Source: an optimization exercise on an open RTL-to-GDS flow (aim: small area, a short achievable clock period and few clock cycles). Production flows keep margins and buffers that such runs may drop.
The RTL was checked by simulation tests, not by an equivalence proof against the original design.
Power and IR drop assume default switching activity.

[flow/config.mk]
export PLATFORM = sky130hd
export DESIGN_NAME = fpdivsqrt
export DESIGN_NICKNAME = fpdivsqrt
export VERILOG_FILES = /design/flow/design.v
export SDC_FILE = /design/flow/constraint.sdc
export NUM_CORES = 4
export LEC_CHECK = 0
export CAP_MARGIN = 50
export CORE_MARGIN = 2
export CORE_UTILIZATION = 40
export SLEW_MARGIN = 70
export TNS_END_PERCENT = 100
[flow/constraint.sdc]
create_clock -name core_clock -period 10.0 [get_ports {clk}]
set_input_delay 2.0000 -clock core_clock [delete_from_list [all_inputs] [get_ports {clk}]]
set_output_delay 2.0000 -clock core_clock [all_outputs]
set_load 0.01 [all_outputs]
[flow/design.v]
module fpdivsqrt (
    input  wire        clk,
    input  wire        rst_n,
    input  wire        in_valid,
    output wire        in_ready,
    input  wire        in_op,
    input  wire [1:0]  in_rnd,
    input  wire        in_ftz,
    input  wire        in_canon,
    input  wire [31:0] in_a,
    input  wire [31:0] in_b,
    output reg         out_valid,
    output reg  [31:0] out_result,
    output reg  [5:0]  out_flags
);
    function rnd_inc;
        input [1:0] mode;
        input       s, lsb, g, st;
        begin
            case (mode)
                2'd0: rnd_inc = g && (st || lsb);
                2'd1: rnd_inc = 1'b0;
                2'd2: rnd_inc = !s && (g || st);
                default: rnd_inc = s && (g || st);
            endcase
        end
    endfunction
    reg        rdy;
    assign in_ready = rdy;
    always @(posedge clk) rdy <= rst_n;
    wire        i_v = in_valid && rdy;
    wire        i_op = in_op, i_ftz = in_ftz, i_canon = in_canon;
    wire [1:0]  i_rnd = in_rnd;
    wire [31:0] i_a = in_a, i_b = in_b;
    wire        is_sqrt = i_op;
    wire        sa = i_a[31], sb = i_b[31];
    wire [7:0]  ea_f = i_a[30:23], eb_f = i_b[30:23];
    wire [22:0] fa = i_a[22:0], fb = i_b[22:0];
    wire a_nan  = (ea_f == 8'hFF) && (fa != 0);
    wire b_nan  = !is_sqrt && (eb_f == 8'hFF) && (fb != 0);
    wire a_snan = a_nan && !fa[22];
    wire b_snan = b_nan && !fb[22];
    wire a_inf  = (ea_f == 8'hFF) && (fa == 0);
    wire b_inf  = (eb_f == 8'hFF) && (fb == 0);
    wire a_sub  = (ea_f == 8'h00) && (fa != 0);
    wire b_sub  = !is_sqrt && (eb_f == 8'h00) && (fb != 0);
    wire a_zero = (ea_f == 8'h00) && ((fa == 0) || i_ftz);
    wire b_zero = (eb_f == 8'h00) && ((fb == 0) || i_ftz);
    wire den_in = i_ftz && (a_sub || b_sub);
    wire [23:0] ma = (ea_f == 0) ? {1'b0, fa} : {1'b1, fa};
    wire [23:0] mb = (eb_f == 0) ? {1'b0, fb} : {1'b1, fb};
    wire [7:0]  ea_e = (ea_f == 0) ? 8'd1 : ea_f;
    wire [7:0]  eb_e = (eb_f == 0) ? 8'd1 : eb_f;
    reg [4:0] lza, lzb;
    integer i;
    always @(*) begin
        lza = 5'd0;
        lzb = 5'd0;
        for (i = 0; i < 24; i = i + 1) begin
            if (ma[i]) lza = 5'd23 - i[4:0];
            if (mb[i]) lzb = 5'd23 - i[4:0];
        end
    end
    wire       q_sign = is_sqrt ? sa : (sa ^ sb);
    reg        sp_sel, sp_inv, sp_dz, sp_sgn, sp_pb, sp_pz;
    reg [1:0]  sp_kind;
    always @(*) begin
        sp_sel  = 1'b1;
        sp_inv  = 1'b0;
        sp_dz   = 1'b0;
        sp_kind = 2'd0;
        sp_sgn  = q_sign;
        sp_pb   = 1'b0;
        sp_pz   = 1'b1;
        if (a_nan || b_nan) begin
            sp_kind = 2'd2;
            sp_sgn  = i_canon ? 1'b0 : (a_nan ? sa : sb);
            sp_pb   = !a_nan;
            sp_pz   = i_canon;
            sp_inv  = a_snan || b_snan;
        end else if (is_sqrt) begin
            if (a_zero)      sp_kind = 2'd0;
            else if (sa)     begin sp_kind = 2'd2; sp_sgn = 1'b0; sp_inv = 1'b1; end
            else if (a_inf)  sp_kind = 2'd1;
            else             sp_sel = 1'b0;
        end else begin
            if ((a_inf && b_inf) || (a_zero && b_zero)) begin
                sp_kind = 2'd2; sp_sgn = 1'b0; sp_inv = 1'b1;
            end else if (a_inf)         sp_kind = 2'd1;
            else if (b_inf || a_zero)   sp_kind = 2'd0;
            else if (b_zero) begin
                sp_kind = 2'd1; sp_dz = 1'b1;
            end else                    sp_sel = 1'b0;
        end
    end
    reg        c_v, c_op, c_ftz, c_sel, c_sgn, c_pb, c_pz, c_den, c_dz, c_inv;
    reg [1:0]  c_rnd, c_kind;
    reg [4:0]  c_lza, c_lzb;
    reg [7:0]  c_ea;
    reg [8:0]  c_ed;
    reg [23:0] c_ma, c_mb;
    always @(posedge clk) begin
        c_v    <= rst_n && i_v;
        c_op   <= i_op;
        c_rnd  <= i_rnd;
        c_ftz  <= i_ftz;
        c_sel  <= sp_sel;
        c_sgn  <= sp_sgn;
        c_pb   <= sp_pb;
        c_pz   <= sp_pz;
        c_kind <= sp_kind;
        c_den  <= den_in;
        c_dz   <= sp_dz;
        c_inv  <= sp_inv;
        c_lza  <= lza;
        c_lzb  <= lzb;
        c_ea   <= ea_e;
        c_ed   <= {1'b0, ea_e} - {1'b0, eb_e};
        c_ma   <= ma;
        c_mb   <= mb;
    end
    wire [23:0] na = c_ma << c_lza;
    wire [23:0] nb = c_mb << c_lzb;
    wire signed [10:0] xa = $signed({3'd0, c_ea}) - 11'sd127 - $signed({6'd0, c_lza});
    wire signed [10:0] xd = $signed({{2{c_ed[8]}}, c_ed})
                          - $signed({6'd0, c_lza}) + $signed({6'd0, c_lzb});
    wire signed [10:0] xq = c_op ? (xa >>> 1) : xd;
    wire [21:0] pay = c_pz ? 22'd0 : (c_pb ? c_mb[21:0] : c_ma[21:0]);
    reg        p_v, p_op, p_ftz, p_sel, p_sgn, p_odd;
    reg [1:0]  p_rnd;
    reg [9:0]  p_e;
    reg [22:0] p_na, p_d;
    always @(posedge clk) begin
        p_v   <= rst_n && c_v;
        p_op  <= c_op;
        p_rnd <= c_rnd;
        p_ftz <= c_ftz;
        p_sel <= c_sel;
        p_sgn <= c_sgn;
        p_odd <= xa[0];
        p_e   <= c_sel ? {5'd0, c_kind, c_den, c_dz, c_inv} : xq[9:0];
        p_na  <= na[22:0];
        p_d   <= c_sel ? {1'b0, pay} : nb[22:0];
    end
    wire [24:0] s_d1   = {1'b0, 1'b1, p_na} - {1'b0, 1'b1, p_d};    
    wire [24:0] s_d2   = {1'b1, p_na, 1'b0} - {1'b0, 1'b1, p_d};    
    wire        a_lt_b = s_d1[24];
    wire [23:0] s_diff = a_lt_b ? s_d2[23:0] : s_d1[23:0];
    wire [25:0] r_div  = {s_diff, 2'b00};
    wire [25:0] r_sqrt = p_odd ? {(p_na[22] ? 2'b10 : 2'b01), p_na[21:0], 2'b00}
                               : {2'b00, p_na, 1'b0};
    wire [9:0]  p_em1  = p_e - 10'd1;
    reg        s0_v, s0_sq, s0_ftz, s0_sel, s0_sgn;
    reg [1:0]  s0_rnd;
    reg [9:0]  s0_e;
    reg [25:0] s0_nfr;
    reg [25:0] s0_r;
    always @(posedge clk) begin
        s0_v   <= rst_n && p_v;
        s0_sq  <= p_op && !p_sel;
        s0_rnd <= p_rnd;
        s0_ftz <= p_ftz;
        s0_sel <= p_sel;
        s0_sgn <= p_sgn;
        s0_e   <= (p_op || p_sel || !a_lt_b) ? p_e : p_em1;
        s0_nfr <= (p_op && !p_sel) ? {1'b0, {25{1'b1}}} : {1'b0, ~p_d, 2'b11};
        s0_r   <= p_op ? r_sqrt : r_div;
    end
    wire [25:0] nf1 = s0_nfr & ~{2'd0, s0_sq, 23'd0};
    wire [28:0] t1x = {1'b0, s0_r, 1'b0, 1'b1} + {2'b11, nf1, 1'b1};
    wire [27:0] t1 = t1x[28:1];
    wire        b1 = !t1[27];
    wire [25:0] r2 = b1 ? t1[25:0] : {s0_r[24:0], 1'b0};
    wire [25:0] nfr2 = s0_nfr & ~{1'd0, s0_sq & b1, 24'd0};
    reg        s1_v, s1_sq, s1_ftz, s1_sel, s1_sgn;
    reg [1:0]  s1_rnd;
    reg [8:0]  s1_e;
    reg [25:0] s1_nfr;
    reg [25:0] s1_r;
    reg [0:0] s1_q;
    always @(posedge clk) begin
        s1_v   <= rst_n && s0_v;
        s1_sq <= s0_sq;
        s1_rnd <= s0_rnd;
        s1_ftz <= s0_ftz;
        s1_sel <= s0_sel;
        s1_sgn <= s0_sgn;
        s1_e <= (s0_e[9:8] == 2'b10) ? 9'h100 : (s0_e[9:8] == 2'b01) ? 9'h0FF : s0_e[8:0];
        s1_nfr <= nfr2;
        s1_r <= r2;
        s1_q <= {b1};
    end
    wire [25:0] nf2 = s1_nfr & ~{3'd0, s1_sq, 22'd0};
    wire [28:0] t2x = {1'b0, s1_r, 1'b0, 1'b1} + {2'b11, nf2, 1'b1};
    wire [27:0] t2 = t2x[28:1];
    wire        b2 = !t2[27];
    wire [25:0] r3 = b2 ? t2[25:0] : {s1_r[24:0], 1'b0};
    wire [25:0] nfr3 = s1_nfr & ~{2'd0, s1_sq & b2, 23'd0};
    reg        s2_v, s2_sq, s2_ftz, s2_sel, s2_sgn;
    reg [1:0]  s2_rnd;
    reg [8:0]  s2_e;
    reg [25:0] s2_nfr;
    reg [25:0] s2_r;
    reg [1:0] s2_q;
    always @(posedge clk) begin
        s2_v   <= rst_n && s1_v;
        s2_sq <= s1_sq;
        s2_rnd <= s1_rnd;
        s2_ftz <= s1_ftz;
        s2_sel <= s1_sel;
        s2_sgn <= s1_sgn;
        s2_e <= s1_e;
        s2_nfr <= nfr3;
        s2_r <= r3;
        s2_q <= {s1_q, b2};
    end
    wire [25:0] nf3 = s2_nfr & ~{4'd0, s2_sq, 21'd0};
    wire [28:0] t3x = {1'b0, s2_r, 1'b0, 1'b1} + {2'b11, nf3, 1'b1};
    wire [27:0] t3 = t3x[28:1];
    wire        b3 = !t3[27];
    wire [25:0] r4 = b3 ? t3[25:0] : {s2_r[24:0], 1'b0};
    wire [25:0] nfr4 = s2_nfr & ~{3'd0, s2_sq & b3, 22'd0};
    reg        s3_v, s3_sq, s3_ftz, s3_sel, s3_sgn;
    reg [1:0]  s3_rnd;
    reg [8:0]  s3_e;
    reg [25:0] s3_nfr;
    reg [25:0] s3_r;
    reg [2:0] s3_q;
    always @(posedge clk) begin
        s3_v   <= rst_n && s2_v;
        s3_sq <= s2_sq;
        s3_rnd <= s2_rnd;
        s3_ftz <= s2_ftz;
        s3_sel <= s2_sel;
        s3_sgn <= s2_sgn;
        s3_e <= s2_e;
        s3_nfr <= nfr4;
        s3_r <= r4;
        s3_q <= {s2_q, b3};
    end
    wire [25:0] nf4 = s3_nfr & ~{5'd0, s3_sq, 20'd0};
    wire [28:0] t4x = {1'b0, s3_r, 1'b0, 1'b1} + {2'b11, nf4, 1'b1};
    wire [27:0] t4 = t4x[28:1];
    wire        b4 = !t4[27];
    wire [25:0] r5 = b4 ? t4[25:0] : {s3_r[24:0], 1'b0};
    wire [25:0] nfr5 = s3_nfr & ~{4'd0, s3_sq & b4, 21'd0};
    reg        s4_v, s4_sq, s4_ftz, s4_sel, s4_sgn;
    reg [1:0]  s4_rnd;
    reg [8:0]  s4_e;
    reg [25:0] s4_nfr;
    reg [25:0] s4_r;
    reg [3:0] s4_q;
    always @(posedge clk) begin
        s4_v   <= rst_n && s3_v;
        s4_sq <= s3_sq;
        s4_rnd <= s3_rnd;
        s4_ftz <= s3_ftz;
        s4_sel <= s3_sel;
        s4_sgn <= s3_sgn;
        s4_e <= s3_e;
        s4_nfr <= nfr5;
        s4_r <= r5;
        s4_q <= {s3_q, b4};
    end
    wire [25:0] nf5 = s4_nfr & ~{6'd0, s4_sq, 19'd0};
    wire [28:0] t5x = {1'b0, s4_r, 1'b0, 1'b1} + {2'b11, nf5, 1'b1};
    wire [27:0] t5 = t5x[28:1];
    wire        b5 = !t5[27];
    wire [25:0] r6 = b5 ? t5[25:0] : {s4_r[24:0], 1'b0};
    wire [25:0] nfr6 = s4_nfr & ~{5'd0, s4_sq & b5, 20'd0};
    reg        s5_v, s5_sq, s5_ftz, s5_sel, s5_sgn;
    reg [1:0]  s5_rnd;
    reg [8:0]  s5_e;
    reg [25:0] s5_nfr;
    reg [25:0] s5_r;
    reg [4:0] s5_q;
    always @(posedge clk) begin
        s5_v   <= rst_n && s4_v;
        s5_sq <= s4_sq;
        s5_rnd <= s4_rnd;
        s5_ftz <= s4_ftz;
        s5_sel <= s4_sel;
        s5_sgn <= s4_sgn;
        s5_e <= s4_e;
        s5_nfr <= nfr6;
        s5_r <= r6;
        s5_q <= {s4_q, b5};
    end
    wire [25:0] nf6 = s5_nfr & ~{7'd0, s5_sq, 18'd0};
    wire [28:0] t6x = {1'b0, s5_r, 1'b0, 1'b1} + {2'b11, nf6, 1'b1};
    wire [27:0] t6 = t6x[28:1];
    wire        b6 = !t6[27];
    wire [25:0] r7 = b6 ? t6[25:0] : {s5_r[24:0], 1'b0};
    wire [25:0] nfr7 = s5_nfr & ~{6'd0, s5_sq & b6, 19'd0};
    reg        s6_v, s6_sq, s6_ftz, s6_sel, s6_sgn;
    reg [1:0]  s6_rnd;
    reg [8:0]  s6_e;
    reg [25:0] s6_nfr;
    reg [25:0] s6_r;
    reg [5:0] s6_q;
    always @(posedge clk) begin
        s6_v   <= rst_n && s5_v;
        s6_sq <= s5_sq;
        s6_rnd <= s5_rnd;
        s6_ftz <= s5_ftz;
        s6_sel <= s5_sel;
        s6_sgn <= s5_sgn;
        s6_e <= s5_e;
        s6_nfr <= nfr7;
        s6_r <= r7;
        s6_q <= {s5_q, b6};
    end
    wire [25:0] nf7 = s6_nfr & ~{8'd0, s6_sq, 17'd0};
    wire [28:0] t7x = {1'b0, s6_r, 1'b0, 1'b1} + {2'b11, nf7, 1'b1};
    wire [27:0] t7 = t7x[28:1];
    wire        b7 = !t7[27];
    wire [25:0] r8 = b7 ? t7[25:0] : {s6_r[24:0], 1'b0};
    wire [25:0] nfr8 = s6_nfr & ~{7'd0, s6_sq & b7, 18'd0};
    reg        s7_v, s7_sq, s7_ftz, s7_sel, s7_sgn;
    reg [1:0]  s7_rnd;
    reg [8:0]  s7_e;
    reg [25:0] s7_nfr;
    reg [25:0] s7_r;
    reg [6:0] s7_q;
    always @(posedge clk) begin
        s7_v   <= rst_n && s6_v;
        s7_sq <= s6_sq;
        s7_rnd <= s6_rnd;
        s7_ftz <= s6_ftz;
        s7_sel <= s6_sel;
        s7_sgn <= s6_sgn;
        s7_e <= s6_e;
        s7_nfr <= nfr8;
        s7_r <= r8;
        s7_q <= {s6_q, b7};
    end
    wire [25:0] nf8 = s7_nfr & ~{9'd0, s7_sq, 16'd0};
    wire [28:0] t8x = {1'b0, s7_r, 1'b0, 1'b1} + {2'b11, nf8, 1'b1};
    wire [27:0] t8 = t8x[28:1];
    wire        b8 = !t8[27];
    wire [25:0] r9 = b8 ? t8[25:0] : {s7_r[24:0], 1'b0};
    wire [25:0] nfr9 = s7_nfr & ~{8'd0, s7_sq & b8, 17'd0};
    reg        s8_v, s8_sq, s8_ftz, s8_sel, s8_sgn;
    reg [1:0]  s8_rnd;
    reg [8:0]  s8_e;
    reg [25:0] s8_nfr;
    reg [25:0] s8_r;
    reg [7:0] s8_q;
    always @(posedge clk) begin
        s8_v   <= rst_n && s7_v;
        s8_sq <= s7_sq;
        s8_rnd <= s7_rnd;
        s8_ftz <= s7_ftz;
        s8_sel <= s7_sel;
        s8_sgn <= s7_sgn;
        s8_e <= s7_e;
        s8_nfr <= nfr9;
        s8_r <= r9;
        s8_q <= {s7_q, b8};
    end
    wire [25:0] nf9 = s8_nfr & ~{10'd0, s8_sq, 15'd0};
    wire [28:0] t9x = {1'b0, s8_r, 1'b0, 1'b1} + {2'b11, nf9, 1'b1};
    wire [27:0] t9 = t9x[28:1];
    wire        b9 = !t9[27];
    wire [25:0] r10 = b9 ? t9[25:0] : {s8_r[24:0], 1'b0};
    wire [25:0] nfr10 = s8_nfr & ~{9'd0, s8_sq & b9, 16'd0};
    reg        s9_v, s9_sq, s9_ftz, s9_sel, s9_sgn;
    reg [1:0]  s9_rnd;
    reg [8:0]  s9_e;
    reg [25:0] s9_nfr;
    reg [25:0] s9_r;
    reg [8:0] s9_q;
    always @(posedge clk) begin
        s9_v   <= rst_n && s8_v;
        s9_sq <= s8_sq;
        s9_rnd <= s8_rnd;
        s9_ftz <= s8_ftz;
        s9_sel <= s8_sel;
        s9_sgn <= s8_sgn;
        s9_e <= s8_e;
        s9_nfr <= nfr10;
        s9_r <= r10;
        s9_q <= {s8_q, b9};
    end
    wire [25:0] nf10 = s9_nfr & ~{11'd0, s9_sq, 14'd0};
    wire [28:0] t10x = {1'b0, s9_r, 1'b0, 1'b1} + {2'b11, nf10, 1'b1};
    wire [27:0] t10 = t10x[28:1];
    wire        b10 = !t10[27];
    wire [25:0] r11 = b10 ? t10[25:0] : {s9_r[24:0], 1'b0};
    wire [25:0] nfr11 = s9_nfr & ~{10'd0, s9_sq & b10, 15'd0};
    reg        s10_v, s10_sq, s10_ftz, s10_sel, s10_sgn;
    reg [1:0]  s10_rnd;
    reg [8:0]  s10_e;
    reg [25:0] s10_nfr;
    reg [25:0] s10_r;
    reg [9:0] s10_q;
    always @(posedge clk) begin
        s10_v   <= rst_n && s9_v;
        s10_sq <= s9_sq;
        s10_rnd <= s9_rnd;
        s10_ftz <= s9_ftz;
        s10_sel <= s9_sel;
        s10_sgn <= s9_sgn;
        s10_e <= s9_e;
        s10_nfr <= nfr11;
        s10_r <= r11;
        s10_q <= {s9_q, b10};
    end
    wire [25:0] nf11 = s10_nfr & ~{12'd0, s10_sq, 13'd0};
    wire [28:0] t11x = {1'b0, s10_r, 1'b0, 1'b1} + {2'b11, nf11, 1'b1};
    wire [27:0] t11 = t11x[28:1];
    wire        b11 = !t11[27];
    wire [25:0] r12 = b11 ? t11[25:0] : {s10_r[24:0], 1'b0};
    wire [25:0] nfr12 = s10_nfr & ~{11'd0, s10_sq & b11, 14'd0};
    reg        s11_v, s11_sq, s11_ftz, s11_sel, s11_sgn;
    reg [1:0]  s11_rnd;
    reg [8:0]  s11_e;
    reg [25:0] s11_nfr;
    reg [25:0] s11_r;
    reg [10:0] s11_q;
    always @(posedge clk) begin
        s11_v   <= rst_n && s10_v;
        s11_sq <= s10_sq;
        s11_rnd <= s10_rnd;
        s11_ftz <= s10_ftz;
        s11_sel <= s10_sel;
        s11_sgn <= s10_sgn;
        s11_e <= s10_e;
        s11_nfr <= nfr12;
        s11_r <= r12;
        s11_q <= {s10_q, b11};
    end
    wire [25:0] nf12 = s11_nfr & ~{13'd0, s11_sq, 12'd0};
    wire [28:0] t12x = {1'b0, s11_r, 1'b0, 1'b1} + {2'b11, nf12, 1'b1};
    wire [27:0] t12 = t12x[28:1];
    wire        b12 = !t12[27];
    wire [25:0] r13 = b12 ? t12[25:0] : {s11_r[24:0], 1'b0};
    wire [25:0] nfr13 = s11_nfr & ~{12'd0, s11_sq & b12, 13'd0};
    reg        s12_v, s12_sq, s12_ftz, s12_sel, s12_sgn;
    reg [1:0]  s12_rnd;
    reg [8:0]  s12_e;
    reg [25:0] s12_nfr;
    reg [25:0] s12_r;
    reg [11:0] s12_q;
    always @(posedge clk) begin
        s12_v   <= rst_n && s11_v;
        s12_sq <= s11_sq;
        s12_rnd <= s11_rnd;
        s12_ftz <= s11_ftz;
        s12_sel <= s11_sel;
        s12_sgn <= s11_sgn;
        s12_e <= s11_e;
        s12_nfr <= nfr13;
        s12_r <= r13;
        s12_q <= {s11_q, b12};
    end
    wire [25:0] nf13 = s12_nfr & ~{14'd0, s12_sq, 11'd0};
    wire [28:0] t13x = {1'b0, s12_r, 1'b0, 1'b1} + {2'b11, nf13, 1'b1};
    wire [27:0] t13 = t13x[28:1];
    wire        b13 = !t13[27];
    wire [25:0] r14 = b13 ? t13[25:0] : {s12_r[24:0], 1'b0};
    wire [25:0] nfr14 = s12_nfr & ~{13'd0, s12_sq & b13, 12'd0};
    reg        s13_v, s13_sq, s13_ftz, s13_sel, s13_sgn;
    reg [1:0]  s13_rnd;
    reg [8:0]  s13_e;
    reg [25:0] s13_nfr;
    reg [25:0] s13_r;
    reg [12:0] s13_q;
    always @(posedge clk) begin
        s13_v   <= rst_n && s12_v;
        s13_sq <= s12_sq;
        s13_rnd <= s12_rnd;
        s13_ftz <= s12_ftz;
        s13_sel <= s12_sel;
        s13_sgn <= s12_sgn;
        s13_e <= s12_e;
        s13_nfr <= nfr14;
        s13_r <= r14;
        s13_q <= {s12_q, b13};
    end
    wire [25:0] nf14 = s13_nfr & ~{15'd0, s13_sq, 10'd0};
    wire [28:0] t14x = {1'b0, s13_r, 1'b0, 1'b1} + {2'b11, nf14, 1'b1};
    wire [27:0] t14 = t14x[28:1];
    wire        b14 = !t14[27];
    wire [25:0] r15 = b14 ? t14[25:0] : {s13_r[24:0], 1'b0};
    wire [25:0] nfr15 = s13_nfr & ~{14'd0, s13_sq & b14, 11'd0};
    reg        s14_v, s14_sq, s14_ftz, s14_sel, s14_sgn;
    reg [1:0]  s14_rnd;
    reg [8:0]  s14_e;
    reg [25:0] s14_nfr;
    reg [25:0] s14_r;
    reg [13:0] s14_q;
    always @(posedge clk) begin
        s14_v   <= rst_n && s13_v;
        s14_sq <= s13_sq;
        s14_rnd <= s13_rnd;
        s14_ftz <= s13_ftz;
        s14_sel <= s13_sel;
        s14_sgn <= s13_sgn;
        s14_e <= s13_e;
        s14_nfr <= nfr15;
        s14_r <= r15;
        s14_q <= {s13_q, b14};
    end
    wire [25:0] nf15 = s14_nfr & ~{16'd0, s14_sq, 9'd0};
    wire [28:0] t15x = {1'b0, s14_r, 1'b0, 1'b1} + {2'b11, nf15, 1'b1};
    wire [27:0] t15 = t15x[28:1];
    wire        b15 = !t15[27];
    wire [25:0] r16 = b15 ? t15[25:0] : {s14_r[24:0], 1'b0};
    wire [25:0] nfr16 = s14_nfr & ~{15'd0, s14_sq & b15, 10'd0};
    reg        s15_v, s15_sq, s15_ftz, s15_sel, s15_sgn;
    reg [1:0]  s15_rnd;
    reg [8:0]  s15_e;
    reg [25:0] s15_nfr;
    reg [25:0] s15_r;
    reg [14:0] s15_q;
    always @(posedge clk) begin
        s15_v   <= rst_n && s14_v;
        s15_sq <= s14_sq;
        s15_rnd <= s14_rnd;
        s15_ftz <= s14_ftz;
        s15_sel <= s14_sel;
        s15_sgn <= s14_sgn;
        s15_e <= s14_e;
        s15_nfr <= nfr16;
        s15_r <= r16;
        s15_q <= {s14_q, b15};
    end
    wire [25:0] nf16 = s15_nfr & ~{17'd0, s15_sq, 8'd0};
    wire [28:0] t16x = {1'b0, s15_r, 1'b0, 1'b1} + {2'b11, nf16, 1'b1};
    wire [27:0] t16 = t16x[28:1];
    wire        b16 = !t16[27];
    wire [25:0] r17 = b16 ? t16[25:0] : {s15_r[24:0], 1'b0};
    wire [25:0] nfr17 = s15_nfr & ~{16'd0, s15_sq & b16, 9'd0};
    reg        s16_v, s16_sq, s16_ftz, s16_sel, s16_sgn;
    reg [1:0]  s16_rnd;
    reg [8:0]  s16_e;
    reg [25:0] s16_nfr;
    reg [25:0] s16_r;
    reg [15:0] s16_q;
    always @(posedge clk) begin
        s16_v   <= rst_n && s15_v;
        s16_sq <= s15_sq;
        s16_rnd <= s15_rnd;
        s16_ftz <= s15_ftz;
        s16_sel <= s15_sel;
        s16_sgn <= s15_sgn;
        s16_e <= s15_e;
        s16_nfr <= nfr17;
        s16_r <= r17;
        s16_q <= {s15_q, b16};
    end
    wire [25:0] nf17 = s16_nfr & ~{18'd0, s16_sq, 7'd0};
    wire [28:0] t17x = {1'b0, s16_r, 1'b0, 1'b1} + {2'b11, nf17, 1'b1};
    wire [27:0] t17 = t17x[28:1];
    wire        b17 = !t17[27];
    wire [25:0] r18 = b17 ? t17[25:0] : {s16_r[24:0], 1'b0};
    wire [25:0] nfr18 = s16_nfr & ~{17'd0, s16_sq & b17, 8'd0};
    reg        s17_v, s17_sq, s17_ftz, s17_sel, s17_sgn;
    reg [1:0]  s17_rnd;
    reg [8:0]  s17_e;
    reg [25:0] s17_nfr;
    reg [25:0] s17_r;
    reg [16:0] s17_q;
    always @(posedge clk) begin
        s17_v   <= rst_n && s16_v;
        s17_sq <= s16_sq;
        s17_rnd <= s16_rnd;
        s17_ftz <= s16_ftz;
        s17_sel <= s16_sel;
        s17_sgn <= s16_sgn;
        s17_e <= s16_e;
        s17_nfr <= nfr18;
        s17_r <= r18;
        s17_q <= {s16_q, b17};
    end
    wire [25:0] nf18 = s17_nfr & ~{19'd0, s17_sq, 6'd0};
    wire [28:0] t18x = {1'b0, s17_r, 1'b0, 1'b1} + {2'b11, nf18, 1'b1};
    wire [27:0] t18 = t18x[28:1];
    wire        b18 = !t18[27];
    wire [25:0] r19 = b18 ? t18[25:0] : {s17_r[24:0], 1'b0};
    wire [25:0] nfr19 = s17_nfr & ~{18'd0, s17_sq & b18, 7'd0};
    reg        s18_v, s18_sq, s18_ftz, s18_sel, s18_sgn;
    reg [1:0]  s18_rnd;
    reg [8:0]  s18_e;
    reg [25:0] s18_nfr;
    reg [25:0] s18_r;
    reg [17:0] s18_q;
    always @(posedge clk) begin
        s18_v   <= rst_n && s17_v;
        s18_sq <= s17_sq;
        s18_rnd <= s17_rnd;
        s18_ftz <= s17_ftz;
        s18_sel <= s17_sel;
        s18_sgn <= s17_sgn;
        s18_e <= s17_e;
        s18_nfr <= nfr19;
        s18_r <= r19;
        s18_q <= {s17_q, b18};
    end
    wire [25:0] nf19 = s18_nfr & ~{20'd0, s18_sq, 5'd0};
    wire [28:0] t19x = {1'b0, s18_r, 1'b0, 1'b1} + {2'b11, nf19, 1'b1};
    wire [27:0] t19 = t19x[28:1];
    wire        b19 = !t19[27];
    wire [25:0] r20 = b19 ? t19[25:0] : {s18_r[24:0], 1'b0};
    wire [25:0] nfr20 = s18_nfr & ~{19'd0, s18_sq & b19, 6'd0};
    reg        s19_v, s19_sq, s19_ftz, s19_sel, s19_sgn;
    reg [1:0]  s19_rnd;
    reg [8:0]  s19_e;
    reg [25:0] s19_nfr;
    reg [25:0] s19_r;
    reg [18:0] s19_q;
    always @(posedge clk) begin
        s19_v   <= rst_n && s18_v;
        s19_sq <= s18_sq;
        s19_rnd <= s18_rnd;
        s19_ftz <= s18_ftz;
        s19_sel <= s18_sel;
        s19_sgn <= s18_sgn;
        s19_e <= s18_e;
        s19_nfr <= nfr20;
        s19_r <= r20;
        s19_q <= {s18_q, b19};
    end
    wire [25:0] nf20 = s19_nfr & ~{21'd0, s19_sq, 4'd0};
    wire [28:0] t20x = {1'b0, s19_r, 1'b0, 1'b1} + {2'b11, nf20, 1'b1};
    wire [27:0] t20 = t20x[28:1];
    wire        b20 = !t20[27];
    wire [25:0] r21 = b20 ? t20[25:0] : {s19_r[24:0], 1'b0};
    wire [25:0] nfr21 = s19_nfr & ~{20'd0, s19_sq & b20, 5'd0};
    reg        s20_v, s20_sq, s20_ftz, s20_sel, s20_sgn;
    reg [1:0]  s20_rnd;
    reg [8:0]  s20_e;
    reg [25:0] s20_nfr;
    reg [25:0] s20_r;
    reg [19:0] s20_q;
    always @(posedge clk) begin
        s20_v   <= rst_n && s19_v;
        s20_sq <= s19_sq;
        s20_rnd <= s19_rnd;
        s20_ftz <= s19_ftz;
        s20_sel <= s19_sel;
        s20_sgn <= s19_sgn;
        s20_e <= s19_e;
        s20_nfr <= nfr21;
        s20_r <= r21;
        s20_q <= {s19_q, b20};
    end
    wire [25:0] nf21 = s20_nfr & ~{22'd0, s20_sq, 3'd0};
    wire [28:0] t21x = {1'b0, s20_r, 1'b0, 1'b1} + {2'b11, nf21, 1'b1};
    wire [27:0] t21 = t21x[28:1];
    wire        b21 = !t21[27];
    wire [25:0] r22 = b21 ? t21[25:0] : {s20_r[24:0], 1'b0};
    wire [25:0] nfr22 = s20_nfr & ~{21'd0, s20_sq & b21, 4'd0};
    reg        s21_v, s21_sq, s21_ftz, s21_sel, s21_sgn;
    reg [1:0]  s21_rnd;
    reg [8:0]  s21_e;
    reg [25:0] s21_nfr;
    reg [25:0] s21_r;
    reg [20:0] s21_q;
    always @(posedge clk) begin
        s21_v   <= rst_n && s20_v;
        s21_sq <= s20_sq;
        s21_rnd <= s20_rnd;
        s21_ftz <= s20_ftz;
        s21_sel <= s20_sel;
        s21_sgn <= s20_sgn;
        s21_e <= s20_e;
        s21_nfr <= nfr22;
        s21_r <= r22;
        s21_q <= {s20_q, b21};
    end
    wire [25:0] nf22 = s21_nfr & ~{23'd0, s21_sq, 2'd0};
    wire [28:0] t22x = {1'b0, s21_r, 1'b0, 1'b1} + {2'b11, nf22, 1'b1};
    wire [27:0] t22 = t22x[28:1];
    wire        b22 = !t22[27];
    wire [25:0] r23 = b22 ? t22[25:0] : {s21_r[24:0], 1'b0};
    wire [25:0] nfr23 = s21_nfr & ~{22'd0, s21_sq & b22, 3'd0};
    reg        s22_v, s22_sq, s22_ftz, s22_sel, s22_sgn;
    reg [1:0]  s22_rnd;
    reg [8:0]  s22_e;
    reg [25:0] s22_nfr;
    reg [25:0] s22_r;
    reg [21:0] s22_q;
    always @(posedge clk) begin
        s22_v   <= rst_n && s21_v;
        s22_sq <= s21_sq;
        s22_rnd <= s21_rnd;
        s22_ftz <= s21_ftz;
        s22_sel <= s21_sel;
        s22_sgn <= s21_sgn;
        s22_e <= s21_e;
        s22_nfr <= nfr23;
        s22_r <= r23;
        s22_q <= {s21_q, b22};
    end
    wire [25:0] nf23 = s22_nfr & ~{24'd0, s22_sq, 1'd0};
    wire [28:0] t23x = {1'b0, s22_r, 1'b0, 1'b1} + {2'b11, nf23, 1'b1};
    wire [27:0] t23 = t23x[28:1];
    wire        b23 = !t23[27];
    wire [25:0] r24 = b23 ? t23[25:0] : {s22_r[24:0], 1'b0};
    wire [25:0] nfr24 = s22_nfr & ~{23'd0, s22_sq & b23, 2'd0};
    reg        s23_v, s23_sq, s23_ftz, s23_sel, s23_sgn;
    reg [1:0]  s23_rnd;
    reg [8:0]  s23_e;
    reg [25:0] s23_nfr;
    reg [25:0] s23_r;
    reg [22:0] s23_q;
    always @(posedge clk) begin
        s23_v   <= rst_n && s22_v;
        s23_sq <= s22_sq;
        s23_rnd <= s22_rnd;
        s23_ftz <= s22_ftz;
        s23_sel <= s22_sel;
        s23_sgn <= s22_sgn;
        s23_e <= s22_e;
        s23_nfr <= nfr24;
        s23_r <= r24;
        s23_q <= {s22_q, b23};
    end
    wire [25:0] nf24 = s23_nfr & ~{25'd0, s23_sq};
    wire [28:0] t24x = {1'b0, s23_r, 1'b0, 1'b1} + {2'b11, nf24, 1'b1};
    wire [27:0] t24 = t24x[28:1];
    wire        b24 = !t24[27];
    wire        stk25 = b24 ? (t24[25:0] != 26'd0) : (s23_r != 26'd0);
    wire [25:0] r25 = b24 ? t24[25:0] : {s23_r[24:0], 1'b0};
    wire [25:0] nfr25 = s23_nfr & ~{24'd0, s23_sq & b24, 1'd0};
    reg        s24_v, s24_sq, s24_ftz, s24_sel, s24_sgn;
    reg [1:0]  s24_rnd;
    reg [8:0]  s24_e;
    reg [25:0] s24_nfr;
    reg        s24_stk;
    reg [23:0] s24_q;
    always @(posedge clk) begin
        s24_v   <= rst_n && s23_v;
        s24_sq <= s23_sq;
        s24_rnd <= s23_rnd;
        s24_ftz <= s23_ftz;
        s24_sel <= s23_sel;
        s24_sgn <= s23_sgn;
        s24_e <= s23_e;
        s24_nfr <= nfr25;
        s24_stk <= stk25;
        s24_q <= {s23_q, b24};
    end
    wire        m_stk   = s24_stk;
    wire signed [12:0] e_unb = {{4{s24_e[8]}}, s24_e};
    wire        m_sub   = (e_unb < -13'sd126);
    wire signed [12:0] dsh_raw = -13'sd126 - e_unb;
    wire [4:0]  m_dsh   = (dsh_raw > 13'sd26) ? 5'd26 : dsh_raw[4:0];
    wire [12:0] e_bias  = e_unb + 13'sd127;
    reg        m_v, m_ftz, m_sel, m_sgn, m_stkr, m_subr, m_m127, m_ones;
    reg [1:0]  m_rnd;
    reg [4:0]  m_dshr;
    reg [8:0]  m_eb;
    reg [23:0] m_q;
    always @(posedge clk) begin
        m_v    <= rst_n && s24_v;
        m_ftz  <= s24_ftz;
        m_rnd  <= s24_rnd;
        m_sel  <= s24_sel;
        m_sgn  <= s24_sgn;
        m_stkr <= m_stk;
        m_subr <= m_sub;
        m_m127 <= (e_unb == -13'sd127);
        m_ones <= (s24_q[23:1] == 23'h7F_FFFF);
        m_dshr <= m_dsh;
        m_eb   <= s24_sel ? {6'd0, s24_e[2:0]} : e_bias[8:0];
        m_q    <= s24_sel ? {s24_e[4:3], ~s24_nfr[23:2]} : s24_q;
    end
    wire [23:0] n_mant  = {1'b1, m_q[23:1]};
    wire        n_guard = m_q[0];
    wire        inc24   = rnd_inc(m_rnd, m_sgn, n_mant[0], n_guard, m_stkr);
    wire        carry24 = inc24 && m_ones;
    wire        tiny    = m_subr && !(m_m127 && carry24);
    wire [51:0] dext    = {n_mant, n_guard, m_stkr, 26'd0} >> m_dshr;
    wire [23:0] d_mant  = dext[51:28];
    wire        d_guard = dext[27];
    wire        d_stk   = |dext[26:0];
    reg        u_v, u_ftz, u_sel, u_sgn, u_tiny, u_sub, u_guard, u_stk, u_ovf0, u_ovf1, u_ones;
    reg [1:0]  u_rnd;
    reg [7:0]  u_eb;
    reg [23:0] u_mant;
    always @(posedge clk) begin
        u_v     <= rst_n && m_v;
        u_ftz   <= m_ftz;
        u_rnd   <= m_rnd;
        u_sel   <= m_sel;
        u_sgn   <= m_sgn;
        u_tiny  <= tiny;
        u_sub   <= m_subr;
        u_guard <= m_subr ? d_guard : n_guard;
        u_stk   <= m_subr ? d_stk   : m_stkr;
        u_mant  <= m_sel ? m_q : (m_subr ? d_mant : n_mant);
        u_eb    <= m_eb[7:0];
        u_ovf0  <= (m_eb >= 9'd255);
        u_ovf1  <= (m_eb >= 9'd254);
        u_ones  <= m_ones && !m_subr;    
    end
    wire         inexact = u_guard || u_stk;
    wire         inc     = rnd_inc(u_rnd, u_sgn, u_mant[0], u_guard, u_stk);
    wire [24:0]  m_inc   = {1'b0, u_mant} + 25'd1;
    wire [24:0]  r_mant  = inc ? m_inc : {1'b0, u_mant};
    wire         cy      = inc && u_ones;    
    wire [7:0]   eb_inc  = u_eb + 8'd1;
    wire [7:0]   e_b     = u_sub ? {7'd0, r_mant[23]} : (cy ? eb_inc : u_eb);
    wire [22:0]  frac    = cy ? 23'd0 : r_mant[22:0];
    wire         ovf     = !u_sub && (cy ? u_ovf1 : u_ovf0);
    wire         to_max  = (u_rnd == 2'd1) || (u_rnd == 2'd3 && !u_sgn) || (u_rnd == 2'd2 && u_sgn);
    reg [31:0] res;
    reg [5:0]  flg;    
    always @(*) begin
        flg = 6'd0;
        if (u_sel) begin
            case (u_mant[23:22])
                2'd0:    res = {u_sgn, 31'd0};
                2'd1:    res = {u_sgn, 8'hFF, 23'd0};
                default: res = {u_sgn, 8'hFF, 1'b1, u_mant[21:0]};
            endcase
            flg[5] = u_eb[2];
            flg[1] = u_eb[1];
            flg[0] = u_eb[0];
        end else if (u_ftz && u_tiny) begin
            res = {u_sgn, 31'd0};
            flg[4:3] = 2'b11;
            flg[5] = 1'b1;
        end else if (ovf) begin
            res = to_max ? {u_sgn, 8'hFE, 23'h7F_FFFF} : {u_sgn, 8'hFF, 23'd0};
            flg[4] = 1'b1;
            flg[2] = 1'b1;
        end else begin
            res = {u_sgn, e_b, frac};
            flg[4] = inexact;
            flg[3] = u_tiny && inexact;
        end
    end
    always @(posedge clk) begin
        out_valid  <= rst_n && u_v;
        out_result <= res;
        out_flags  <= flg;
    end
endmodule
[flow/flow/run.sh]
#!/bin/bash
set -euo pipefail
bash standard.sh SETUP_SLACK_MARGIN=6.5 > standard.log 2>&1
[flow/standard.sh]
#!/bin/bash
# synth_recipe.tcl (not shown) runs the flow's synth.tcl, then flattens the netlist and writes it again
# the make line also repeats each setting of config.mk as NAME=value (left out here)
make -C /OpenROAD-flow-scripts/flow DESIGN_CONFIG=/design/flow/config.mk WORK_HOME=/design/flow/orfs CLKGATE_MAP_FILE= SYNTH_SCRIPT=/design/flow/synth_recipe.tcl "${@:-finish}"
==> results.yml, run 1 <==
run_status:
  status: "complete, no violations"
die:
  std_cell_rows: 168
  start_util_pct: 40.3
  io-pin-count: 112
  die-area_um2: 215000
  die_h_um: 464
  die_width_um: 464
  floorplan.core_area_um2: 210000
clock_tree:
  root_buffer_cell: "sky130_fd_sc_hd__clkbuf_16"
  clock_sinks: 2137
  clock_latency_ns: 0.87
  clock_path_buffers: 3
  post_cts_hold_buffer_count: 0
  cts.reportedPaths.clkPinSlew_ns: 0.06
  tritoncts: "built"
  htree_levels: 4
  cts-buffers-inserted: 216
global_route:
  grt_max_degree: 47
  initial_antenna_violation_count: 1
  grt_pass1_wl_um: 299000
  grt_pass1_vias: 58499
  grt-ovfl-total: 0
  track_usage_pct: 16.6
sta:
  worst_slew_pin_slew_ns: 0.510
  max_freq_mhz: 293
  final.setup.tns_ns: 0
  finalMaxSlewViolations: 0
  timing_hold_violations_final: 0
  final-setup-viol-count: 0
  max_slew_margin_pct: 66.0
  post-route-period-util_pct: 34.2
  setup_ws_ns: 6.58
  rsz_0062_raised_after_global_routing: "true"
  final.setup_skew_ns: 0.0833
  post_layout_min_period_ns: 3.42
synthesis:
  synth_ff_type: "sky130_fd_sc_hd__dfxtp_1"
  yosys_warnings: 1
  synthCells: 8409
  synth_enable_flop_cells: 0
  synthesis.nets: 9122
  netlist_area_um2: 84500
  synth_area_per_cell_um2: 10.0
  yosysUniqueCellTypes: 98
  yosysSeqAreaShare_pct: 50.6
  synth.ff_latch_count: 2137
  synth_async_sr_flop_share_pct: 0
worst_setup_path:
  worstPathMaxFanout: 1
  ff2ff_setup_slack_ns: 6.61
  crit_path_cell_trace: "clkdlybuf4s15_1"
  endpoint_class_of_the_critical_path: "output port"
  setup.worst_path.start_class: "flop"
  cp_num_buf_inv: 1
  timing.setup.critical_path_class: "flop to output port"
  critPathArrivalTime_ns: 1.42
  worst_path_dominant_cell_family: "flip-flops"
  crit_path_max_incr_delay_ns: 0.32
  cpMaxStageDelayCell: "sky130_fd_sc_hd__dfxtp_1"
  cp.required_ns: 8.00
cells_and_area:
  drive_above_1_share_pct: 10.8
  fillers: 19392
  mostFrequentLayoutCells: "2118 x sky130_fd_sc_hd__dfxtp_1, 653 x sky130_fd_sc_hd__nand2_1, 610 x sky130_fd_sc_hd__a21oi_1"
  final_nets: 9344
  largest_registers: "out_result (32), s0_r (25), s23_r (25)"
  layout.cells.most_common: "sky130_fd_sc_hd__dfxtp_1"
  largest_register_ffs: 32
  largest_register_by_flop_count: "out_result"
  layout-area-overhead-vs-synth_pct: 16.9
  finalNonFillerCells: 11626
placement:
  detailedPlace.worstSlack_ns: 5.31
  portBuffers: 111
  dp_hpwl_um: 137000
  placed_cells: 11170
  gp_congestion: 0.855
pwr:
  finalPower_uw: 39300
  leakagePower_uw: 0.0416
  powerDensity_nw_per_um2: 398
  ir_worst_vdd_uv: 250
route:
  detail-route-antenna-nets: 0
  detailedRoute.firstPassIterationCount: 5
  via_per_inst: 5.09
  drt_first_iter_violations: 3294
  dr_total_vias: 59172
  post-route-drc-count: 0
  routed_wire_length_per_instance_um: 16.0
  wl_um: 186000
job:
  max_cap_violations: 0
min_path:
  worst_hold_path_type: "flop to flop"
==> synth_stat cells (all sizes together), types with 11 or more instances <==
| library cell | number | area, um2 |
|---|---|---|
| nand2b | 125 | 782 |
| a31oi | 70 | 453 |
| a21o | 204 | 1530 |
| or2 | 33 | 206 |
| nor2b | 137 | 857 |
| o2111ai | 11 | 96.3 |
| fa | 32 | 641 |
| a221oi | 15 | 144 |
| a2111oi | 12 | 113 |
| a21oi | 652 | 3330 |
| inv | 349 | 1310 |
| o22ai | 49 | 307 |
| o21a | 97 | 728 |
| or3 | 38 | 238 |
| o31ai | 50 | 380 |
| mux4 | 22 | 495 |
| nand2 | 660 | 2480 |
| nand4 | 49 | 307 |
| a41oi | 15 | 139 |
| a22oi | 11 | 82.6 |
| mux2i | 147 | 1470 |
| a211oi | 90 | 681 |
| a31o | 13 | 114 |
| nor2 | 581 | 2180 |
| a211o | 17 | 149 |
| o31a | 11 | 96.3 |
| o41ai | 13 | 121 |
| buf | 76 | 403 |
| o211ai | 27 | 203 |
| clkbuf | 131 | 493 |
| o21bai | 54 | 405 |
| a21boi | 47 | 353 |
| o21ai | 620 | 3100 |
| nor4 | 37 | 231 |
| xnor2 | 304 | 2660 |
| xor2 | 199 | 1740 |
| and2 | 63 | 394 |
| nand3b | 18 | 135 |
| nand3 | 102 | 515 |
| dfxtp | 2137 | 42800 |
| mux2 | 157 | 1770 |
| nor3 | 150 | 751 |
| and3 | 40 | 250 |
| ha | 609 | 7620 |
==> power by group <==
part           internal [uW]  leakage, uW  switching (uW)  total (uW)
logic                   7940       0.0199            9720       17700
clock network           5030      0.00377            3410        8440
registers              11600       0.0179            1650       13200
==> final cells by class <==
type	count	area, um2	share of cell area, %
sequential	2137	42800	43.3
multi-input combinational	5712	41000	41.5
clock buffer	313	6320	6.40
tap	2805	3510	3.55
timing repair buffer	210	2370	2.40
clock inverter	93	1460	1.48
inverter	354	1360	1.37
antenna	2	5.00	0.00507
==> per-stage QoR <==
step	hold slack, ns	util (%)	area (um2)
after floorplan	0.310	-	84600
after global placement	0.310	42.2	88600
after detailed placement	0.312	42.5	89200
after CTS	0.285	46.5	97400
after global routing	0.295	47.1	98800
final	0.290	47.1	98800
==> timing repair <==
item	CTS	global route
cloned	2	9
resized for setup	160	171
buffers inserted	12	21
endpoints found under the setup margin	272	342
pin swaps	18	57
==> worst paths after layout <==
kind / from / end / cells past startpoint
max reg2reg: s11_r[2]$_SDFF_PP0_ / s12_r[5]$_DFF_P_ / 14
min reg2reg: s15_q[10]$_DFF_P_ / s16_q[11]$_DFF_P_ / 0
min: s15_q[10]$_DFF_P_ / s16_q[11]$_DFF_P_ / 0
max: out_result[3]$_DFF_P_ / out_result[3] / 1
==> kinds of logic after synthesis <==
group           share of synthesized area [%]
fa+ha+maj                                9.87
flops                                    50.6
buf+inv                                  2.63
xor+xnor                                 5.22
compound gates                           15.9
simple gates                             11.4
mux                                      4.42
==> routing by layer <==
metal	track usage, %	share of wire [%]	vias up
li1	-	-	30000
met1	21.7	47	27954
met2	28.2	47	956
met3	2.49	3.8	262
met4	4.76	2.2	0
met5	0	0	-
Testbench counts, summed over its fixed seeds: cycles 5,032.
==> run 2, diff against run 1 <==
--- a/flow/config.mk
+++ b/flow/config.mk
@@ -8,5 +8,7 @@
 export CAP_MARGIN = 50
 export CORE_MARGIN = 2
 export CORE_UTILIZATION = 40
+export CTS_CLUSTER_DIAMETER = 100
+export CTS_CLUSTER_SIZE = 30
 export SLEW_MARGIN = 70
 export TNS_END_PERCENT = 100
==> run 2 against run 1 <==
  * Combinational power is essentially flat
  * Still clean on timing, DRC and antenna
  * Clock skew fell by 0.036 ns
  * Area after synthesis stayed put
  * Critical endpoint is now c_sgn$_DFF_P_
  * Non-clock buffer count grew 23
  * Highest routed layer is now met5
==> results.yml, run 2 <==
worst_setup_path:
  worst_path_dominant_cell_family: "simple AND/OR/NAND/NOR gates"
  cp.required_ns: 10.65
  cpMaxStageDelayCell: "sky130_fd_sc_hd__clkdlybuf4s50_1"
  most_frequent_cell_on_critical_path: "sky130_fd_sc_hd__nand2_1"
  crit_path_cell_trace: "clkdlybuf4s50_1 -> nor4_4 -> nand2_1 -> nor4_4 -> nor2_1 -> nor2_2 -> nand2_1 -> nand2_1 -> o21ai_0 -> a21oi_1 -> o22ai_1"
  endpoint_class_of_the_critical_path: "flop"
  setup.worst_path.start_class: "primary input"
  crit_path_max_incr_delay_ns: 0.51
  cp_num_buf_inv: 1
  timing.setup.critical_path_class: "primary input to flop"
  critPathArrivalTime_ns: 4.04
  worstPathMaxFanout: 4
clock_tree:
  cts.reportedPaths.clkPinSlew_ns: 0.11
  clock_path_buffers: 3
  cts-buffers-inserted: 88
  clock_latency_ns: 0.78
  clock_sinks: 2137
  htree_levels: 3
  root_buffer_cell: "sky130_fd_sc_hd__clkbuf_16"
  tritoncts: "built"
die:
  die_width_um: 464
  die-area_um2: 215000
  floorplan.core_area_um2: 210000
  std_cell_rows: 168
  start_util_pct: 40.3
  die_h_um: 464
  io-pin-count: 112
route:
  dr_total_vias: 58311
  top_layer_used: "met5"
  length_of_routed_met2_wiring_um: 86300
  wl_um: 184000
  detailedRoute.firstPassIterationCount: 5
  drt_first_iter_violations: 3319
  via_per_inst: 5.13
  met1_length_um: 88400
  routed_wire_length_per_instance_um: 16.2
  detail-route-antenna-nets: 0
  post-route-drc-count: 0
  route.met3.wl_um: 5600
sta:
  setup_ws_ns: 6.61
  timing_hold_violations_final: 0
  final-setup-viol-count: 0
  max_freq_mhz: 295
  post-route-period-util_pct: 33.9
  max_slew_margin_pct: 66.9
  finalMaxSlewViolations: 0
  rsz_0062_raised_after_global_routing: "false"
  post_layout_min_period_ns: 3.39
  worst_slew_pin_slew_ns: 0.495
  final.setup.tns_ns: 0
  final.setup_skew_ns: 0.0476
cells_and_area:
  drive_above_1_share_pct: 8.60
  finalNonFillerCells: 11366
  largest_register_by_flop_count: "out_result"
  stdcell_area_um2: 94000
  largest_registers: "out_result (32), s0_r (25), s23_r (25)"
  layout-area-overhead-vs-synth_pct: 11.3
  layout.cells.most_common: "sky130_fd_sc_hd__dfxtp_1"
  largest_register_ffs: 32
  mostFrequentLayoutCells: "2112 x sky130_fd_sc_hd__dfxtp_1, 653 x sky130_fd_sc_hd__nand2_1, 610 x sky130_fd_sc_hd__a21oi_1"
  final_nets: 9239
pwr:
  finalPower_uw: 35500
  ir_worst_vdd_uv: 186
  powerDensity_nw_per_um2: 378
  leakagePower_uw: 0.0394
global_route:
  grt_pass1_vias: 57021
  initial_antenna_violation_count: 1
  grt-ovfl-total: 0
  grt_pass1_wl_um: 293000
  grt_max_degree: 47
  track_usage_pct: 16.3
placement:
  gp_congestion: 0.855
  dp_hpwl_um: 137000
  detailedPlace.worstSlack_ns: 5.31
  portBuffers: 111
  post_dp_cell_area_um2: 89200
  placed_cells: 11170
synthesis:
  largest_family_of_logic_cells_by_synthesized_area: "compound AO/OA/AOI/OAI gates"
  synth_most_common_cell: "sky130_fd_sc_hd__dfxtp_1"
  synth_ff_type: "sky130_fd_sc_hd__dfxtp_1"
  netlist_area_um2: 84500
  yosys_warnings: 1
  synth.ff_latch_count: 2137
  synth_simple_gate_area_share_pct: 11.4
  post-synth-top-area-cell: "sky130_fd_sc_hd__dfxtp_1"
  synth-xor-area-share_pct: 5.22
  yosysSeqAreaShare_pct: 50.6
  post_synth_most_frequent_cells: "2137 x sky130_fd_sc_hd__dfxtp_1, 660 x sky130_fd_sc_hd__nand2_1, 641 x sky130_fd_sc_hd__a21oi_1, 609 x sky130_fd_sc_hd__ha_1, 581 x sky130_fd_sc_hd__nor2_1"
  synth_area_per_cell_um2: 10.0
  synth_fa_ha_area_share_pct: 9.87
  synthCells: 8409
  post-synth-top-area-fraction_pct: 50.6
  synth_async_sr_flop_share_pct: 0
  yosysUniqueCellTypes: 98
  synth_enable_flop_cells: 0
  yosys-mux-area-fraction_pct: 4.42
  synth_compound_gate_area_share_pct: 15.9
  synth.top_cells.by_area: "sky130_fd_sc_hd__dfxtp_1 51%, sky130_fd_sc_hd__ha_1 9.0%, sky130_fd_sc_hd__a21oi_1 3.8%, sky130_fd_sc_hd__o21ai_0 3.4%, sky130_fd_sc_hd__xnor2_1 3.2%"
  synthesis.nets: 9122
run_status:
  status: "complete, no violations"
min_path:
  worst_hold_path_type: "flop to flop"
job:
  max_cap_violations: 0
==> run 2: repair_timing <==
| item | CTS | global route |
|---|---|---|
| endpoints found under the setup margin | 285 | 341 |
| gates cloned | 4 | 11 |
| hold buffers | 0 | 0 |
| buffers inserted | 15 | 37 |
| gates resized for setup | 123 | 189 |
| pin swaps | 22 | 71 |
==> run 2: layout make-up <==
type	count	area (um2)
clock buffers	95	2290
diodes	1	2.50
repair buffers	233	2590
fillers	19869	116000
clock inverters	29	378
flip-flops and latches	2137	42800
well taps	2805	3510
multi-input cells	5712	41000
inverters	354	1360
==> run 2: worst paths after layout <==
check / startpoint / endpoint / slack (ns) / cells past startpoint
hold / removal: s18_e[7]$_DFF_P_ / s19_e[7]$_DFF_P_ / 0.30 / 0
setup / recovery: in_a[19] / c_sgn$_DFF_P_ / 6.61 / 11
setup reg to reg: s20_sq$_DFF_P_ / s21_r[19]$_DFF_P_ / 6.61 / 15
hold reg to reg: s18_e[7]$_DFF_P_ / s19_e[7]$_DFF_P_ / 0.30 / 0
==> run 2: routing by layer <==
metal / global-route usage [%] / vias to the layer above
li1: - / 29633
met1: 21.8 / 27659
met2: 27.9 / 794
met3: 1.87 / 223
met4: 3.99 / 2
met5: 0 / -
==> run 2: cell families (layout without fill, tap and decap cells) <==
| kind of cell | count (synthesis) | in the layout |
|---|---|---|
| AO/OA/AOI/OAI | 2168 | 2169 |
| flip-flops | 2137 | 2137 |
| buffers and inverters | 561 | 711 |
| adder cells (fa/ha/maj) | 649 | 649 |
| XOR/XNOR | 503 | 503 |
| AND/OR/NAND/NOR | 2065 | 2065 |
| other | 0 | 1 |
| multiplexers | 326 | 326 |
==> run 2: power breakdown <==
group	switching [uW]	leakage, uW	internal [uW]
Combinational	9810	0.0201	8100
Clock	2660	0.00130	1750
Sequential	1650	0.0179	11500
==> run 2: metrics by stage <==
step	utilization, %	hold slack (ns)
floorplan	-	0.310
global placement	42.2	0.310
detailed placement	42.5	0.312
CTS	44.1	0.309
global route	44.8	0.321
finish	44.8	0.302

-- what the ideal ports hide --
The flow's constraints put no driver on any port. The routed layouts listed below were extracted and timed again, unchanged, in two steps.
Step 1, drivers: a clkbuf_16 drives clk and a buf_2 each remaining input, both assumed.
Step 2, shift: input delay + t, output delay - t, t = (earliest + latest rising clock arrival at the registers) / 2. This alone moves slack from input paths to output paths.
Three values: ideal, step 1, step 2; two values: the first two.
run | t, ns | setup WS [ns] | worst setup path after step 2 | latest minus earliest clock arrival (ns)
run 1 | 0.917 | 6.584 / 6.497 / 5.780 | input to register | 0.084 / 0.083
run 2 | 0.837 | 6.607 / 6.535 / 5.835 | input to register | 0.056 / 0.056
After both steps every run listed still meets setup and hold. For run 1, which loses most, drivers alone change the setup slack by -0.087 ns; drivers and shift together by -0.804 ns.
